From an optimization exercise on the open Yosys and OpenROAD flow, aimed at small area, a short achievable clock period and few clock cycles per item; shortcuts taken in it are not production practice. At most, simulation tests tie the RTL to the original design; equivalence was not proved.

v6:
Design rs_codec, start of the top module:
module rs_codec (
    input  wire         clk,
    input  wire         rst,         
    input  wire         req_valid,
    output wire         req_ready,
    input  wire         req_write,   
    input  wire [159:0] req_word,    
    output reg          rsp_valid,
    output reg  [159:0] rsp_word,
    output reg  [1:0]   rsp_nerr,
    output reg          rsp_uncorr
);
clock: 18.0 ns
lec_check: 0
cap_margin: 20
core_margin: 2
core_utilization: 55
cts_cluster_diameter: 100
cts_cluster_size: 25
slew_margin: 20
standard.sh (not shown) runs the stock make flow with config.mk's settings and CLKGATE_MAP_FILE= SYNTH_SCRIPT=/design/flow/synth_recipe.tcl, a recipe that flattens the netlist after the stock synthesis.
==> flow/flow/run.sh <==
#!/bin/bash
set -uo pipefail
bash standard.sh SETUP_SLACK_MARGIN=13.3 "BUFFER_PORTS_ARGS=-buffer_cell sky130_fd_sc_hd__buf_1" finish > standard.log 2>&1
v6 ran to completion and came out clean on the timing, design-rule and antenna checks.
Testbench counts of v6, summed over its fixed seeds: cycles 6,440, items 6,400.
Relative to v6, the following input files were edited for v7:
# v6
export LEC_CHECK = 0
export CAP_MARGIN = 20
export CORE_MARGIN = 2
export CORE_UTILIZATION = 55
export CTS_CLUSTER_DIAMETER = 100
export CTS_CLUSTER_SIZE = 25
export SLEW_MARGIN = 20
create_clock -name core_clock -period 18.0 [get_ports {clk}]
# v7
export LEC_CHECK = 0
export CAP_MARGIN = 20
export CORE_MARGIN = 2
export CORE_UTILIZATION = 60
export CTS_CLUSTER_DIAMETER = 100
export CTS_CLUSTER_SIZE = 25
export SLEW_MARGIN = 20
create_clock -name core_clock -period 18.0 [get_ports {clk}]
==> comparison <==
- Of v7 and v6, it is v7 that has the higher post-route minimum period.
- When v7 is measured against v6, its routed length on met1 turns out 4.7% lower.
- v7 against v6; number of gates resized after cts is up by a few percent.
- Taking v6 as the reference, in v7 critical path arrival level; number of placement rows moved down; die footprint down 7300 sq um.
- Any difference in number of non-clock buffers between v7 and v6 is small enough to ignore.
- v6 → v7: hold slack now sits lower; fmax has remained practically unchanged; later-pin clock latency in the skew report level; wire length decreased by about 1.2% relative to the old numbers.


Another version of the RTL of rs_codec (not shown whole).
Size in the first run: roughly 4500 cells after synthesis, roughly 950 flip-flops, ~330 I/O pins.
export LEC_CHECK = 0
export CAP_MARGIN = 20
export CORE_MARGIN = 2
export CORE_UTILIZATION = 60
export SLEW_MARGIN = 20
create_clock -name core_clock -period 18.0 [get_ports {clk}]
==> flow/flow/run.sh <==
#!/bin/bash
# The standard layout (the standard.sh: ORFS synthesis to finish, unchanged), with the
# setup repair of floorplan, CTS and global routing asked to leave 13.5 ns of slack on the
# 18 ns clock, so that it shortens the paths to about 4.5 ns. The SDC is the design's.
set -uo pipefail
bash standard.sh SETUP_SLACK_MARGIN=13.5 finish > standard.log 2>&1
The first run finished with timing, DRC and antenna clean.
Change:
==> flow/run.sh (new file) <==
#!/bin/bash
# synth_recipe.tcl (not shown) runs the flow's synth.tcl, then flattens the netlist and writes it again
# the make line also repeats each setting of config.mk as NAME=value (left out here)
make -C /OpenROAD-flow-scripts/flow DESIGN_CONFIG=/design/flow/config.mk WORK_HOME=/design/flow/orfs CLKGATE_MAP_FILE= SYNTH_SCRIPT=/design/flow/synth_recipe.tcl finish
Settings changed: CORE_UTILIZATION 60 to 55.
removed: flow/flow/run.sh
removed: flow/standard.sh
=> Cell count is higher by 1.2%. Register-to-register slack got worse by 0.69 ns. Sequential share of layout area hardly moves. Die area increases by 9.0%. Worst setup slack is worse by 0.58 ns. Wire length rose by 2.4%. Final area decreases by 1.3%. Via count is lower by 1.6%. Count of clock-buffer cells in the layout goes up by 8. Clock skew came out higher by 0.0076 ns.
Change:
==> flow/flow/run.sh (new file) <==
#!/bin/bash
set -uo pipefail
bash standard.sh SETUP_SLACK_MARGIN=13.3 "BUFFER_PORTS_ARGS=-buffer_cell sky130_fd_sc_hd__buf_1" finish > standard.log 2>&1
==> flow/standard.sh (new file) <==
#!/bin/bash
# synth_recipe.tcl (not shown) runs the flow's synth.tcl, then flattens the netlist and writes it again
# the make line also repeats each setting of config.mk as NAME=value (left out here)
make -C /OpenROAD-flow-scripts/flow DESIGN_CONFIG=/design/flow/config.mk WORK_HOME=/design/flow/orfs CLKGATE_MAP_FILE= SYNTH_SCRIPT=/design/flow/synth_recipe.tcl "${@:-finish}"
Settings changed: CORE_UTILIZATION 55 to 65.
removed: flow/run.sh
=>
- core utilization grows by 11 points
- clock-buffer cell count shrinks by 12
- via count grows by 11%
Function was not checked in any run of this note: the RTL went through the layout flow alone.


Another version of the RTL of rs_codec (not shown whole).
For scale: ~950 flip-flops, about 53000 sq um of cells after synthesis.
export LEC_CHECK = 0
export CAP_MARGIN = 20
export CORE_MARGIN = 2
export CORE_UTILIZATION = 55
export SLEW_MARGIN = 20
create_clock -name core_clock -period 18.0 [get_ports {clk}]
==> flow/flow/run.sh <==
#!/bin/bash
# The standard layout (the standard.sh: ORFS synthesis to finish, unchanged), with the
# setup repair of floorplan, CTS and global routing asked to leave 13 ns of slack on the
# 18 ns clock, so that it shortens the paths to about 5 ns. The SDC is the design's.
set -uo pipefail
bash standard.sh SETUP_SLACK_MARGIN=13 finish > standard.log 2>&1
The first run produced a clean layout.
Testbench counts at the start, summed over its fixed seeds: cycles 6,440, items 6,400.
Edit:
==> flow/run.sh (new file) <==
#!/bin/bash
# synth_recipe.tcl (not shown) runs the flow's synth.tcl, then flattens the netlist and writes it again
# the make line also repeats each setting of config.mk as NAME=value (left out here)
make -C /OpenROAD-flow-scripts/flow DESIGN_CONFIG=/design/flow/config.mk WORK_HOME=/design/flow/orfs CLKGATE_MAP_FILE= SYNTH_SCRIPT=/design/flow/synth_recipe.tcl finish
removed: flow/flow/run.sh
removed: flow/standard.sh
=>
- The changed run passed the timing, design-rule and antenna checks
- area after synthesis is unchanged
- wire length stays flat
- die area stays the same
- fmax fell by 6.9%
- first-iteration DRC count hardly moves
- non-clock buffer count stays the same
- critical path depth stays the same
- register-to-register slack got worse by 0.35 ns
- setup slack is worse by 0.37 ns

[afterwards: timing with drivers on the ports]
In the flow no input, the clock included, has a driving cell. The finished layouts below were timed again as built, in two steps.
Step 1 (the two cells are an assumption about what drives the block):
set clk [get_ports {clk}]
set_driving_cell -lib_cell sky130_fd_sc_hd__clkbuf_16 $clk
set_driving_cell -lib_cell sky130_fd_sc_hd__buf_2 [delete_from_list [all_inputs] $clk]
Step 2 also shifts input and output timing later by t, the mid clock arrival at the registers, as if the neighbouring blocks saw the same clock.
a / b / c = no drivers / after step 1 / after step 2; a / b = the first two.
run	shift t [ns]	slack for setup (ns)	latest minus earliest clock arrival (ns)
v6	0.708	13.231 / 13.160 / 13.307	0.061 / 0.061
v7	0.712	13.225 / 13.155 / 13.293	0.062 / 0.062
the first run of note 2	0.738	13.212 / 13.140 / 13.494	0.058 / 0.058
the second run of note 2	0.741	12.628 / 12.557 / 12.803	0.068 / 0.068
the third run of note 2	0.735	12.959 / 12.959 / 12.959	0.106 / 0.105
the first run of note 3	0.760	13.029 / 12.956 / 13.162	0.077 / 0.076
the second run of note 3	0.766	12.662 / 12.588 / 12.808	0.074 / 0.075
After both steps every run listed still meets setup and hold.
